From an optimization exercise on the open Yosys and OpenROAD flow, aimed at small area, a short achievable clock period and few clock cycles per item; shortcuts taken in it are not production practice. Only simulation tests tie the RTL to the original design; equivalence was not proved.

===== design/flow/config.mk =====
export PLATFORM = sky130hd
export DESIGN_NAME = intake_corr
export DESIGN_NICKNAME = intake_corr
export VERILOG_FILES = /design/flow/design.v
export SDC_FILE = /design/flow/constraint.sdc
export NUM_CORES = 4
export LEC_CHECK = 0
export CAP_MARGIN = 20
export CORE_MARGIN = 2
export CORE_UTILIZATION = 40
export SLEW_MARGIN = 20

===== design/flow/constraint.sdc =====
create_clock -name core_clock -period 22.0 [get_ports {clk}]
set_input_delay 4.4000 -clock core_clock [delete_from_list [all_inputs] [get_ports {clk}]]
set_output_delay 4.4000 -clock core_clock [all_outputs]
set_load 0.01 [all_outputs]

===== design/flow/design.v =====
module intake_corr (
    input  wire        clk,
    input  wire        rst,
    input  wire [15:0] cfg_gain_l,
    input  wire [15:0] cfg_gain_s,
    input  wire [15:0] cfg_ratio,
    input  wire [15:0] cfg_satlo,
    input  wire [3:0]  cfg_bw,
    input  wire [3:0]  cfg_os,
    input  wire [3:0]  cfg_gs,
    input  wire        in_valid,
    output wire        in_ready,
    input  wire [15:0] in_long,
    input  wire [15:0] in_short,
    input  wire [15:0] in_dark,
    input  wire [15:0] in_gain,
    output wire        out_valid,
    input  wire        out_ready,
    output wire [15:0] out_pix
);
    reg [15:0] c_gl, c_gs, c_r, c_satlo;
    reg [3:0]  c_bw, c_os, c_gsh;
    reg [16:0] c_hi;       
    reg [3:0]  c_wsh;      
    reg [15:0] c_rmrg;     
    reg [14:0] c_rflat;    
    always @(posedge clk) begin
        c_gl    <= cfg_gain_l;
        c_gs    <= cfg_gain_s;
        c_r     <= cfg_ratio;
        c_satlo <= cfg_satlo;
        c_bw    <= cfg_bw;
        c_os    <= cfg_os;
        c_gsh   <= cfg_gs;
        c_hi    <= {1'b0, c_satlo} + (17'd1 << c_bw);
        c_wsh   <= 4'd12 - c_bw;
        c_rmrg  <= 16'd1 << (4'd7 + c_os);
        c_rflat <= (c_gsh == 4'd0) ? 15'd0 : (15'd1 << (c_gsh - 4'd1));
    end
    reg        en;                  
    reg        v0, v1, v2, v3;
    reg        va, vb;              
    reg        bl3;                 
    reg  [1:0] bs;                  
    wire       push = en && v3;
    wire       pop  = va && out_ready;
    wire       nva  = (!va || pop) ? (vb || push) : 1'b1;
    wire       nvb  = (!va || pop) ? 1'b0 : (vb || push);
    wire       bwork = v2 && bl3 && (bs != 2'd3);
    wire [1:0] nbs  = en ? 2'd0 : (bwork ? bs + 2'd1 : bs);
    wire       nv2  = en ? v1 : v2;
    wire       nbl  = en ? bl2 : bl3;
    wire       nstall = nv2 && nbl && (nbs != 2'd3);
    always @(posedge clk) begin
        if (rst) begin
            {v0, v1, v2, v3} <= 4'd0;
            va <= 1'b0;
            vb <= 1'b0;
            en <= 1'b1;
            bs <= 2'd0;
        end else begin
            if (en) begin
                v0 <= in_valid; v1 <= v0; v2 <= v1; v3 <= v2;
            end
            va <= nva;
            vb <= nvb;
            bs <= nbs;
            en <= !(nva && nvb) && !nstall;
        end
    end
    assign in_ready  = en;
    assign out_valid = va;
    reg [15:0] l0, s0, d0, g0;
    always @(posedge clk) if (en) begin
        l0 <= in_long; s0 <= in_short; d0 <= in_dark; g0 <= in_gain;
    end
    wire [32:0] pl = l0 * c_gl + 33'd2048;
    wire [32:0] ps = s0 * c_gs + 33'd2048;
    wire [15:0] gl = (|pl[32:28]) ? 16'hFFFF : pl[27:12];
    wire [15:0] gs = (|ps[32:28]) ? 16'hFFFF : ps[27:12];
    reg  [15:0] l1, s1, d1, g1;
    always @(posedge clk) if (en) begin
        l1 <= gl; s1 <= gs; d1 <= d0; g1 <= g0;
    end
    reg  signed [33:0] acc;         
    reg  [15:0] l3, d3, g3;
    reg  [11:0] w3;
    reg         lo3, ss3;
    wire        bsel = v2 && bl3 && (bs == 2'd1 || bs == 2'd2);
    wire signed [17:0] ma = !bsel ? {2'b00, s1} :
                            (bs == 2'd1) ? {2'b00, acc[15:0]} : acc[33:16];
    wire signed [16:0] mb = !bsel ? {1'b0, c_r} : {5'd0, w3};
    wire signed [34:0] mp = ma * mb;
    wire        lt  = l1 < c_satlo;
    wire        ge  = {1'b0, l1} >= c_hi;
    wire        ss  = s1 >= c_satlo;
    wire [15:0] wl  = l1 - c_satlo;
    wire [11:0] wd  = wl[11:0] << c_wsh;
    wire        bl2 = !lt && !ge && !ss;
    wire [28:0] q1 = {1'b0, mp[27:0]} + 29'd2048;    
    always @(posedge clk) begin
        if (en) begin
            acc <= {2'b00, mp[31:0]};
            l3 <= l1; w3 <= wd; lo3 <= lt; ss3 <= ss; bl3 <= bl2; d3 <= d1; g3 <= g1;
        end else if (bwork) begin
            case (bs)
                2'd0: acc <= acc - {10'd0, l3, 8'd0};
                2'd1: acc[15:0] <= {3'd0, q1[28:16]};
                default: acc <= ({14'd0, l3, 4'd0} + mp[33:0] + {18'd0, acc[15:0]}) << 4;
            endcase
        end
    end
    wire [31:0] vm  = lo3 ? {8'd0, l3, 8'd0} : acc[31:0];
    wire [32:0] vr  = {1'b0, vm} + {17'd0, c_rmrg};
    wire [24:0] xs  = vr[32:8] >> c_os;
    wire [15:0] xm  = (ss3 || (|xs[24:16])) ? 16'hFFFF : xs[15:0];
    wire [15:0] sub = (xm > d3) ? (xm - d3) : 16'd0;
    reg  [15:0] u4, g4;
    always @(posedge clk) if (en) begin
        u4 <= sub; g4 <= g3;
    end
    wire [31:0] fp  = u4 * g4 + {17'd0, c_rflat};
    wire [31:0] fr  = fp >> c_gsh;
    wire [15:0] fo  = (|fr[31:16]) ? 16'hFFFF : fr[15:0];
    reg  [15:0] qa, qb;
    always @(posedge clk) begin
        if (!va || pop) qa <= vb ? qb : fo;
        if (en) qb <= fo;
    end
    assign out_pix = qa;
endmodule

===== design/flow/run.sh =====
#!/bin/bash
# synth_recipe.tcl (not shown) runs the flow's synth.tcl, then flattens the netlist and writes it again
# the make line also repeats each setting of config.mk as NAME=value (left out here)
make -C /OpenROAD-flow-scripts/flow DESIGN_CONFIG=/design/flow/config.mk WORK_HOME=/design/flow/orfs CLKGATE_MAP_FILE= SYNTH_SCRIPT=/design/flow/synth_recipe.tcl finish

==> flow_summary.ini <==
[outcome]
outcome = finished clean

[placed_design]
io_buffers = 161
dpl.hpwl_mm = 128
gp_congestion = 0.913
placed_area_sq_um = 63300

[final_layout]
multiInputGateArea_sq_um = 42900
fin_nets = 7989
drive_gt1_frac = 0.0389
largest_reg_flops = 34
seq_area_sq_um = 11400
top_register = acc
syn2layout_area_growth_pct = 9.04
layout_commonest_cell = inv_1
num-fill-cells = 14400
reg_top3 = acc: 34 flops, c_hi: 17 flops
fin_area_sq_um = 65300
mostFrequentLayoutCells = inv_1 (1231), fa_1 (889), nand2_1 (750), ha_1 (571), and2_1 (422)

[detailed_routing]
viasPerCell = 5.25
route.vias.total = 43900
drt-initial-drc-count = 2813
wirelength_mm = 159
wl_per_cell_microns = 19.1
ant_nets = 0
dr.pass1.iters = 7
drt_drc_violations_left = 0

[synth]
synth-seq-area-share = 0.190
synth_cell_type_count = 107
synth_top_cell_area_share = 0.297
syn_avg_cell_area_sq_um = 9.43
synth_area_leaders = fa_1 (30%), edfxtp_1 (14%), ha_1 (12%)
yosys_register_bits = 426
synth_compound_area_frac = 0.0916
synth_ff_type = edfxtp_1
synth_area_sq_um = 59900
synth_fa_ha_area_frac = 0.417
synth_xor_area_frac = 0.0281
synth-edff-count = 286
ys_async_sr_fraction = 0
yosysWarnings = 1
synthCells = 6349
synth_top_family_by_area = adder cells
yosysTopAreaCell = fa_1
synthMuxAreaShare = 0.0283
synthSimpleGateAreaFrac = 0.152

[cts]
clkTransAtPathRegs_ns = 0.07
htreeDepth = 2
clock_latency_ns = 0.67
clkSinkCount = 426
cts_buffer_depth = 3
post-cts-setup-buffers = 0
cts_made_buffers = 57
ctsResizeCount = 0
root_buffer = clkbuf_16
holdBufCountCts = 0
cts_tree = yes

[timing]
slew_headroom = 0.247
setup-violations-final = 0
drv_slew = 0
tns_ns = 0
fin_skew_ns = 0.0198
fin_crit_ns = 11.12
finalHoldViolations = 0
worst_slew_pin_slew_ns = 1.10
period_share = 0.506
grt_setup_unrepaired = false
fmax_mhz = 89.9

[floorplan]
die_h_microns = 391
initial_utilization = 0.404
rows = 141
coreArea_sq_um = 148000
dieArea_sq_um = 153000
ios = 162
die_x_microns = 391

[global_routing]
grt_pass1_vias = 45900
grt_max_degree = 153
grt-ovfl-total = 0
grt_pass1_wl_mm = 255
grt_util_all_layers = 0.212
antenna_found_initial = 6

[setup_path]
worst-path-stages = 34
r2r_cells = 34
crit_end = acc[33]$_SDFFE_PP0P_
reg2reg_to = acc[33]$_SDFFE_PP0P_
critPathMaxStageDelay_ns = 0.92
rrSetupSlack_ns = 10.88
crit_start = bs[0]$_SDFF_PP0_
crit_fanout = 72
slowest_stage = o21ai_1
critPathLaunchType = flip-flop
cp_top_family = adder cells
r2r-start = bs[0]$_SDFF_PP0_
critical_path_buf_inv_count = 8
path_class = flip-flop to flip-flop
cp.arrival_ns = 11.63
worstSetupEndpointType = flip-flop
required_ns = 22.51

[flow_run]
cap_violations = 0

[hold_path]
min_path_type = flip-flop to flip-flop
hold_depth = 0
==> cells in the mapped netlist (all sizes together), types with 14 or more instances <==
library cell	n
mux4	19
o211ai	31
and3	74
nor4	16
or3	14
mux2i	86
nand4	25
edfxtp	286
o21ai	158
a211oi	37
nand2b	56
nand3	66
a21oi	188
and2	422
mux2	36
o31ai	16
xor2	59
dfxtp	140
clkbuf	204
o31a	15
nand2	750
nor2b	30
xnor2	133
ha	571
fa	889
a31oi	21
buf	25
nor2	278
o21bai	17
a21o	73
inv	1231
or2	28
a221oi	15
o22ai	15
o21a	58
nor3	73
a211o	17
==> worst register-to-register path: cells and delay by family (launching register included) <==
| kind | cells | cell delay [ns] |
|---|---|---|
| and+or+nand+nor | 8 | 2.17 |
| xor gates and xnor gates | 1 | 0.18 |
| AOI/OAI and AO/OA | 7 | 2.52 |
| DFF | 1 | 0.43 |
| adders and majority gates | 10 | 4.67 |
| buffers and inverters | 8 | 1.00 |
==> per-stage QoR <==
stage | hold slack [ns] | worst slack (ns) | cells | util
detailed placement | 0.405 | 11.03 | 8256 | 0.427
CTS | 0.414 | 10.96 | 8364 | 0.440
floorplan | 0.380 | 12.02 | 6353 | -
global route | 0.417 | 10.08 | 8364 | 0.440
finish | 0.410 | 10.88 | 8365 | 0.440
global placement | 0.401 | 11.22 | 8256 | 0.427
==> worst min-delay path by stage <==
stage	start	endpoint	slack [ns]
floorplan	c_bw[0]$_DFF_P_	c_wsh[0]$_DFF_P_	0.38
global placement	g3[15]$_DFFE_PP_	g4[15]$_DFFE_PP_	0.40
detailed placement	d1[14]$_DFFE_PP_	d3[14]$_DFFE_PP_	0.40
CTS	g3[9]$_DFFE_PP_	g4[9]$_DFFE_PP_	0.41
global route	g3[8]$_DFFE_PP_	g4[8]$_DFFE_PP_	0.42
finish	g3[9]$_DFFE_PP_	g4[9]$_DFFE_PP_	0.41
==> per-layer routing <==
layer  vias up  GRT usage  share of wire  routed length [microns]
met1     22200      0.287           0.44                    69900
met3       218     0.0309          0.060                     9570
met5         -          0       0.000075                       12
met2      1109      0.349           0.47                    74200
li1      20400          -              -                        -
met4         2     0.0709          0.035                     5650
==> area by class of cell <==
type,count,area share
Clock buffer,68,0.0234
Inverter,1236,0.0711
Timing Repair Buffer,202,0.0296
Antenna cell,1,0.0000383
Multi-Input combinational cell,4462,0.658
Sequential cell,426,0.175
Tap cell,1930,0.0370
Clock inverter,40,0.00625
==> kinds of logic after synthesis <==
kind of cell    count (synthesis)
compound gates                793
simple gates                 1870
flops                         426
xor+xnor                      192
buf+inv                      1465
other cells                     2
fa+ha+maj                    1460
mux                           141
Testbench counts, summed over its fixed seeds: cycles 66,338, items 64,000.

[separate check: timing with driven ports]
No port has a modelled driver above. Below, the same layout with a new extraction and two added sets of constraints.
Step 1 sets driving cells, clkbuf_16 on the clock port and buf_2 on the other inputs (assumed; they add their load-dependent delay and slew).
Step 2 also shifts input and output timing later by t, the mid clock arrival at the registers, as if the neighbouring blocks saw the same clock.
a / b / c = ideal / step 1 / step 2; a / b = the first two.
t, ns: 0.742
setup WS [ns]: 10.877 / 10.877 / 10.877
hold slack, ns: 0.410 / 0.410 / 0.410
latest minus earliest clock arrival (ns): 0.028 / 0.028
worst register clock-pin slew, ns: 0.07 / 0.07
After both steps this run still meets setup and hold. The setup slack of this run moves by 0.000 ns with the drivers and by 0.000 ns with both steps.
